What follows belongs to an exercise in optimizing a design on an open flow for small area and a short achievable clock period; a production flow would make more cautious choices. Only simulation tests tie the RTL to the original design; equivalence was not proved.

==> design/flow/design.v <==
module fmt_cvt (
    input  wire        clk,
    input  wire        rst,         
    input  wire        in_valid,
    input  wire        in_op,       
    input  wire [3:0]  in_src,
    input  wire [3:0]  in_dst,      
    input  wire [31:0] in_a,
    input  wire [7:0]  in_b,        
    output reg         out_valid,
    output reg  [31:0] out_data
);
    localparam [3:0] F_FP32 = 4'd0;
    localparam [3:0] F_BF16 = 4'd1;
    localparam [3:0] F_FP16 = 4'd2;
    localparam [3:0] F_E4M3 = 4'd3;
    localparam [3:0] F_E5M2 = 4'd4;
    localparam [3:0] F_I8   = 4'd5;
    localparam [3:0] F_G8   = 4'd7;
    localparam [3:0] F_O8S  = 4'd8;
    localparam [3:0] F_O8U  = 4'd9;
    localparam [3:0] F_S32  = 4'd10;
    localparam [3:0] F_U32  = 4'd11;
    reg        r_valid;
    reg        r_op;
    reg [3:0]  r_src, r_dst;
    reg [31:0] r_a;
    reg [7:0]  r_b;
    always @(posedge clk) begin
        if (rst) begin
            r_valid <= 1'b0;
        end else begin
            r_valid <= in_valid;
        end
        if (in_valid) begin
            r_op  <= in_op;
            r_src <= in_src;
            r_dst <= in_dst;
            r_a   <= in_a;
            r_b   <= in_b;
        end
    end
    reg               s_nan, s_inf, s_sign;
    reg        [31:0] s_sig;
    reg signed [10:0] s_exp;
    wire signed [10:0] xs = $signed({3'd0, r_b}) - 11'sd127;    
    always @(*) begin
        s_nan  = 1'b0;
        s_inf  = 1'b0;
        s_sign = 1'b0;
        s_sig  = 32'd0;
        s_exp  = 11'sd0;
        if (!r_op) begin
            case (r_src)
                F_FP32: begin
                    s_sign = r_a[31];
                    if (r_a[30:23] == 8'hff) begin
                        s_nan = (r_a[22:0] != 23'd0);
                        s_inf = (r_a[22:0] == 23'd0);
                    end else if (r_a[30:23] == 8'd0) begin
                        s_sig = {9'd0, r_a[22:0]};
                        s_exp = -11'sd149;
                    end else begin
                        s_sig = {8'd0, 1'b1, r_a[22:0]};
                        s_exp = $signed({3'd0, r_a[30:23]}) - 11'sd150;
                    end
                end
                F_BF16: begin
                    s_sign = r_a[15];
                    if (r_a[14:7] == 8'hff) begin
                        s_nan = (r_a[6:0] != 7'd0);
                        s_inf = (r_a[6:0] == 7'd0);
                    end else if (r_a[14:7] == 8'd0) begin
                        s_sig = {25'd0, r_a[6:0]};
                        s_exp = -11'sd133;
                    end else begin
                        s_sig = {24'd0, 1'b1, r_a[6:0]};
                        s_exp = $signed({3'd0, r_a[14:7]}) - 11'sd134;
                    end
                end
                F_FP16: begin
                    s_sign = r_a[15];
                    if (r_a[14:10] == 5'h1f) begin
                        s_nan = (r_a[9:0] != 10'd0);
                        s_inf = (r_a[9:0] == 10'd0);
                    end else if (r_a[14:10] == 5'd0) begin
                        s_sig = {22'd0, r_a[9:0]};
                        s_exp = -11'sd24;
                    end else begin
                        s_sig = {21'd0, 1'b1, r_a[9:0]};
                        s_exp = $signed({6'd0, r_a[14:10]}) - 11'sd25;
                    end
                end
                F_S32: begin
                    s_sign = r_a[31];
                    s_sig  = r_a[31] ? (32'd0 - r_a) : r_a;
                end
                default: begin  
                    s_sig  = r_a;
                end
            endcase
        end else if (r_b == 8'hff) begin
            s_nan = 1'b1;
        end else begin
            case (r_src)
                F_E4M3: begin
                    s_sign = r_a[7];
                    if (r_a[6:0] == 7'h7f) begin
                        s_nan = 1'b1;
                    end else if (r_a[6:3] == 4'd0) begin
                        s_sig = {29'd0, r_a[2:0]};
                        s_exp = xs - 11'sd9;
                    end else begin
                        s_sig = {28'd0, 1'b1, r_a[2:0]};
                        s_exp = xs + $signed({7'd0, r_a[6:3]}) - 11'sd10;
                    end
                end
                F_E5M2: begin
                    s_sign = r_a[7];
                    if (r_a[6:2] == 5'h1f) begin
                        s_nan = (r_a[1:0] != 2'd0);
                        s_inf = (r_a[1:0] == 2'd0);
                    end else if (r_a[6:2] == 5'd0) begin
                        s_sig = {30'd0, r_a[1:0]};
                        s_exp = xs - 11'sd16;
                    end else begin
                        s_sig = {29'd0, 1'b1, r_a[1:0]};
                        s_exp = xs + $signed({6'd0, r_a[6:2]}) - 11'sd17;
                    end
                end
                F_O8U: begin
                    s_sig = {24'd0, r_a[7:0]};
                    s_exp = xs - 11'sd7;
                end
                default: begin  
                    s_sign = r_a[7];
                    s_sig  = {24'd0, r_a[7] ? (8'd0 - r_a[7:0]) : r_a[7:0]};
                    s_exp  = xs - 11'sd6;
                end
            endcase
        end
    end
    wire       s_zero = (s_sig == 32'd0) && !s_nan && !s_inf;
    wire [3:0] dst    = r_op ? F_FP32 : r_dst;
    reg [5:0] lz;
    integer i;
    always @(*) begin
        lz = 6'd32;
        for (i = 0; i < 32; i = i + 1)
            if (s_sig[i]) lz = 6'd31 - i[5:0];
    end
    wire [31:0]        nsig = s_sig << lz[4:0];
    wire signed [11:0] lg   = $signed({s_exp[10], s_exp}) + 12'sd31 - $signed({6'd0, lz});
    reg [4:0]          mb;       
    reg signed [11:0]  bias;
    reg [4:0]          eb;       
    always @(*) begin
        case (dst)
            F_BF16:  begin mb = 5'd7;  bias = 12'sd127; eb = 5'd8; end
            F_FP16:  begin mb = 5'd10; bias = 12'sd15;  eb = 5'd5; end
            default: begin mb = 5'd23; bias = 12'sd127; eb = 5'd8; end
        endcase
    end
    wire signed [11:0] ebias = lg + bias;                        
    wire signed [11:0] ef    = (ebias > 12'sd1) ? ebias : 12'sd1;
    wire signed [11:0] fdrop = 12'sd31 - $signed({7'd0, mb}) + (ef - ebias);
    wire [5:0]         fd    = (fdrop > 12'sd33) ? 6'd33 : fdrop[5:0];
    wire [65:0] fsh     = {2'b00, nsig, 32'd0} >> fd;
    wire [33:0] f_trunc = fsh[65:32];
    wire        f_guard = fsh[31];
    wire        f_stk   = |fsh[30:0];
    wire [33:0] f_r     = f_trunc + {33'd0, f_guard && (f_stk || f_trunc[0])};
    wire [43:0] f_mag   = ({32'd0, ef} - 44'd1 << mb) + {10'd0, f_r};
    wire [43:0] f_inf   = ((44'd1 << eb) - 44'd1) << mb;
    wire        f_ovf   = !s_zero && (f_mag >= f_inf);
    reg [31:0] fres;
    always @(*) begin
        if (s_nan) begin
            case (dst)
                F_BF16:  fres = 32'h0000_7fc0;
                F_FP16:  fres = 32'h0000_7e00;
                default: fres = 32'h7fc0_0000;
            endcase
        end else begin
            case (dst)
                F_BF16:  fres = {16'd0, s_sign,
                                 (s_inf || f_ovf) ? 15'h7f80 : (s_zero ? 15'd0 : f_mag[14:0])};
                F_FP16:  fres = {16'd0, s_sign,
                                 (s_inf || f_ovf) ? 15'h7c00 : (s_zero ? 15'd0 : f_mag[14:0])};
                default: fres = {s_sign,
                                 (s_inf || f_ovf) ? 31'h7f80_0000 : (s_zero ? 31'd0 : f_mag[30:0])};
            endcase
        end
    end
    wire signed [11:0] nexp = -$signed({s_exp[10], s_exp});      
    wire               i_big = !s_zero && (lg > 12'sd32);        
    wire [5:0]         ish   = (nexp > 12'sd40) ? 6'd40 : (nexp < 12'sd0 ? 6'd0 : nexp[5:0]);
    wire [5:0]         ilsh  = (nexp < 12'sd0 && !i_big) ? (-nexp[5:0]) : 6'd0;
    wire [72:0] ishifted = {1'b0, s_sig, 40'd0} >> ish;
    wire [32:0] i_trunc  = ishifted[72:40];
    wire        i_guard  = ishifted[39];
    wire        i_stk    = |ishifted[38:0];
    wire [32:0] i_rnd    = i_trunc + {32'd0, i_guard && (i_stk || i_trunc[0])};
    wire [65:0] i_left   = {34'd0, s_sig} << ilsh;
    wire [65:0] i_mag    = (nexp < 12'sd0) ? i_left : {33'd0, i_rnd};
    wire        i_huge   = i_big || s_inf || (i_mag > 66'hffff_ffff);
    reg [31:0] ires;
    always @(*) begin
        if (s_nan || s_zero) begin
            ires = 32'd0;
        end else if (dst == F_S32) begin
            if (!s_sign)
                ires = (i_huge || i_mag > 66'h7fff_ffff) ? 32'h7fff_ffff : i_mag[31:0];
            else
                ires = (i_huge || i_mag > 66'h8000_0000) ? 32'h8000_0000 : (32'd0 - i_mag[31:0]);
        end else begin
            if (s_sign)
                ires = 32'd0;
            else
                ires = i_huge ? 32'hffff_ffff : i_mag[31:0];
        end
    end
    wire [31:0] result = (dst == F_S32 || dst == F_U32) ? ires : fres;
    always @(posedge clk) begin
        if (rst) begin
            out_valid <= 1'b0;
        end else begin
            out_valid <= r_valid;
        end
        if (r_valid)
            out_data <= result;
    end
endmodule
==> design/flow/run.sh <==
#!/bin/bash
# synth_recipe.tcl (not shown) runs the flow's synth.tcl, then flattens the netlist and writes it again
# the make line also repeats each setting of config.mk as NAME=value (left out here)
make -C /OpenROAD-flow-scripts/flow DESIGN_CONFIG=/design/flow/config.mk WORK_HOME=/design/flow/orfs CLKGATE_MAP_FILE= SYNTH_SCRIPT=/design/flow/synth_recipe.tcl finish
==> design/flow/config.mk <==
export PLATFORM = sky130hd
export DESIGN_NAME = fmt_cvt
export DESIGN_NICKNAME = fmt_cvt
export VERILOG_FILES = /design/flow/design.v
export SDC_FILE = /design/flow/constraint.sdc
export NUM_CORES = 4
export LEC_CHECK = 0
export CAP_MARGIN = 20
export CORE_MARGIN = 2
export CORE_UTILIZATION = 40
export SLEW_MARGIN = 20
==> design/flow/constraint.sdc <==
create_clock -name core_clock -period 18.0 [get_ports {clk}]
set_input_delay 3.6000 -clock core_clock [delete_from_list [all_inputs] [get_ports {clk}]]
set_output_delay 3.6000 -clock core_clock [all_outputs]
set_load 0.01 [all_outputs]
==> summary.txt <==
## cell type report
cell class	count	area, um2	area share, %
timing repair buffer	393	3210	9.93
antenna	1	2.50	0.00773
sequential	83	2470	7.64
clock inverter	5	63.8	0.197
tap	940	1180	3.64
inverter	128	480	1.48
multi-input combinational	3669	24700	76.4
clock buffer	11	233	0.719
## state kept, by name, summed over array words and instances, names as in the netlist
signal,flops
r_op,1
r_valid,1
r_dst,4
r_a,32
out_data,32
r_src,4
r_b,8
out_valid,1
## cells in the mapped netlist, types with 29 or more instances
library cell | n | area (um2)
a211oi_1 | 95 | 713
a21o_1 | 48 | 360
a21oi_1 | 287 | 1440
a22oi_1 | 35 | 263
a31oi_1 | 73 | 457
and2_1 | 46 | 288
and3_1 | 56 | 350
and4_1 | 29 | 254
buf_2 | 69 | 345
clkbuf_1 | 183 | 687
edfxtp_1 | 81 | 2430
ha_1 | 157 | 1960
inv_1 | 118 | 443
mux2i_1 | 64 | 641
nand2_1 | 396 | 1490
nand2b_1 | 41 | 257
nand3_1 | 153 | 766
nand4_1 | 70 | 438
nor2_1 | 403 | 1510
nor2b_1 | 38 | 238
nor3_1 | 178 | 891
nor4_1 | 65 | 407
o2111ai_1 | 40 | 350
o211ai_1 | 81 | 608
o21a_1 | 52 | 390
o21ai_0 | 277 | 1390
o221ai_1 | 30 | 263
o22ai_1 | 69 | 432
o31ai_1 | 46 | 345
or2_2 | 29 | 181
or3_1 | 42 | 263
or4_1 | 30 | 225
xnor2_1 | 113 | 990
xor2_1 | 63 | 552
## worst max-delay path: cells and delay by family (launching register included)
family                   cells  cell delay (ns)
AO/OA/AOI/OAI               26             5.69
XOR/XNOR                     2             0.38
adder cells (fa/ha/maj)      7             2.34
buffers and inverters        5             0.78
flip-flops                   1             0.39
multiplexers                 1             0.30
AND/OR/NAND/NOR             27             7.03
## stage by stage
stage               instance area, um2  utilization, %  hold slack [ns]
detailed placement               31200            44.7            0.763
finish                           32400            46.4            0.775
floorplan                        28200               -            0.755
global placement                 31200            44.7            0.763
global route                     32400            46.4            0.794
CTS                              31600            45.2            0.769
## cells by family (layout without fill, tap and decap cells)
logic type / Yosys count / after routing
other: 2 / 12
DFF: 83 / 83
AOI/OAI and AO/OA: 1537 / 1537
muxes: 91 / 91
xor gates and xnor gates: 180 / 180
buffers and inverters: 408 / 537
and+or+nand+nor: 1685 / 1685
adders and majority gates: 165 / 165
## worst max-delay path by stage
stage	end	slack [ns]	cells past startpoint
after floorplan	out_data[0]$_DFFE_PP_	0.55	88
after global placement	out_data[24]$_DFFE_PP_	-0.27	73
after detailed placement	out_data[24]$_DFFE_PP_	-0.38	79
after CTS	out_data[0]$_DFFE_PP_	0.04	87
after global routing	out_data[0]$_DFFE_PP_	-0.23	86
final	out_data[24]$_DFFE_PP_	0.67	68
## timing repair
item | in CTS | in global routing
setup buffers | 3 | 34
resized for setup | 15 | 131
gates cloned | 0 | 0
pin swaps | 1 | 36
setup endpoints to repair | 27 | 31
## routing by layer
layer / global-route usage [%] / vias to the layer above
met5: 0 / -
li1: - / 16400
met3: 7.72 / 513
met2: 56.5 / 2675
met4: 18.1 / 2
met1: 52.1 / 17300
## placed cells by master, fill, tap and decap left out, types with 29 or more instances in the layout
| cell | n |
|---|---|
| o211ai_1 | 81 |
| buf_4 | 304 |
| o2111ai_1 | 39 |
| xnor2_1 | 109 |
| and2_1 | 46 |
| and3_1 | 56 |
| a21o_1 | 48 |
| o21ai_1 | 30 |
| o31ai_1 | 42 |
| nand2b_1 | 40 |
| ha_1 | 150 |
| nand3_1 | 150 |
| nand2_1 | 392 |
| nor3_1 | 170 |
| o22ai_1 | 67 |
| or2_2 | 29 |
| nor4_1 | 60 |
| a211oi_1 | 88 |
| mux2i_1 | 59 |
| nor2_1 | 396 |
| or3_1 | 39 |
| nor2b_1 | 38 |
| clkdlybuf4s50_1 | 83 |
| o21a_1 | 52 |
| a22oi_1 | 33 |
| edfxtp_1 | 81 |
| xor2_1 | 62 |
| inv_1 | 115 |
| o21ai_0 | 254 |
| nand4_1 | 70 |
| a21oi_1 | 275 |
| a31oi_1 | 70 |
==> key figures <==
Status
  – Status: finished clean

Cells and area
  – Layout Nets: 4501
  – Layout cell share with drive strength beyond 1: 13.6%
  – P&R area growth vs syn: 15.0%
  – Number of fill cells: just over 7000
  – Non-Filler Instances: 5230

Logic synthesis
  – Distinct cell type count after synthesis: 128
  – Synth Area in Compound Gates: approximately two fifths
  – Synth Area in Simple Gates: 30.6%
  – Largest family of logic cells by synthesized area: compound AO/OA/AOI/OAI gates
  – Post-synth ARST share: 0%
  – Xor and xnor area share after synthesis: between 5 and 6%
  – Adder-Cell Fraction of Synth Area: under 10%
  – Cells after Synth: about 4200
  – Warnings, synthesis: 1
  – Number of flops mapped to enable cells by yosys: a little over 80
  – Synthesized area: 28100 um2
  – Syn Area/Cell: 6.78 um2
  – Mux cell area share after synthesis: 3.41%
  – Synth Flop Type: edfxtp_1
  – Seq/Total Area, Yosys: 8.79%
  – #FFs+latches synth: 83

STA
  – Worst Max-Slew Pin Slew: around 1.4 ns
  – Crit path time final: ~17 ns
  – Setup violators final: 0
  – Fmax: approximately 0.058 GHz
  – Final Skew: around 0.015 ns
  – Final worst-path cycle share: 96.3%
  – Slew HR: between 5 and 6%
  – Hold Vio Cnt, Final: 0
  – Setup TNS: 0 ns
  – Max-slew violations: 0
  – Final setup margin: ~0.67 ns

Die
  – Die width: 269 um
  – Core area: 69800 um2
  – I/O pin total: 85
  – Num rows: between 90 and 100
  – Die Y: 269 um
  – Initial Utilization: around two fifths
  – Die area: 72500 um2

Detailed routing
  – Pre-antenna DRT Iters: 8
  – WL met1: 59.3 mm
  – First DRT Iteration DRCs: just under 6000
  – Via count: 36900
  – DR DRC count: 0
  – Routed Antenna Nets: 0
  – WL met2: 60.5 mm
  – Final wirelength: 146 mm
  – DR WL/cell: approximately 28 um
  – Top sig layer: met5
  – Metal3 WL: 17.6 mm
  – Via density: slightly above 7

Worst setup path
  – Worst EP required: ~18 ns
  – Worst reg2reg path startpoint: r_a[5]$_DFFE_PP_
  – Setup CP Type: reg -> reg
  – Max stage delay cell, worst path: or4_1
  – R2R cell count: between 60 and 70
  – Startpoint Class: flip-flop
  – Max incr delay on CP: 0.61 ns
  – CP arrival: between 15 and 20 ns
  – Crit-path max FO: 42
  – Critical path origin: r_a[5]$_DFFE_PP_
  – Worst Setup End Kind: flip-flop
  – Reg2reg end: out_data[24]$_DFFE_PP_

CTS
  – Clock sinks: 83
  – Clock-pin slew on the worst setup and hold paths: roughly 0.070 ns
  – CTS Root Cell: clkbuf_16
  – CTS tree: yes
  – Maximum clock insertion buffer count: 2
  – Htree depth: 3
  – Worst skew pair latency: between 0.3 and 0.4 ns
  – Hold Buf Count CTS: 0
  – Total CTS buffers: 9

Min path
  – Worst hold endpoint: out_data[9]$_DFFE_PP_
  – Hold depth: 1
  – Worst hold path type: reg -> reg
  – Hold Crit Start: r_valid$_SDFF_PP0_

GRT
  – Gr usage total: between 30% and 40%
  – Vias in the first global route: 33200
  – Initial antenna violation count: 2
  – Largest net degree at the start of global routing: 62
  – First-pass GRT wire length: 216 mm
  – Total gr overflow: 0

Place
  – GPL Wtd Cong: 1.06
  – Dpl hpwl: roughly 110 mm
  – Placed Cells incl. Taps: approximately 5200
  – Port Buffers: 84
  – DP Worst Slack: -0.383 ns

Flow run
  – Max-cap viol count: 0

## what the ideal ports hide
The flow's constraints put no driver on any port. The routed layout listed below was extracted and timed again, unchanged, in two steps. Step 1, drivers: a clkbuf_16 drives clk and a buf_2 each remaining input, both assumed. Step 2 moves the port delays by t, midway between the first and last clock arrival at a register: inputs arrive t later, outputs are due t later. That takes back most of the time a late clock gives input paths. Three values: ideal, step 1, step 2; two values: the first two.
shift t [ns]: 0.444
slack for setup (ns): 0.671 / 0.671 / 0.671
worst setup path after step 2: register to register
slew at the worst register clock pin (ns): 0.07 / 0.07
After both steps setup and hold are still met in this run. For this run, drivers alone change the setup slack by 0.000 ns; drivers and shift together by 0.000 ns.
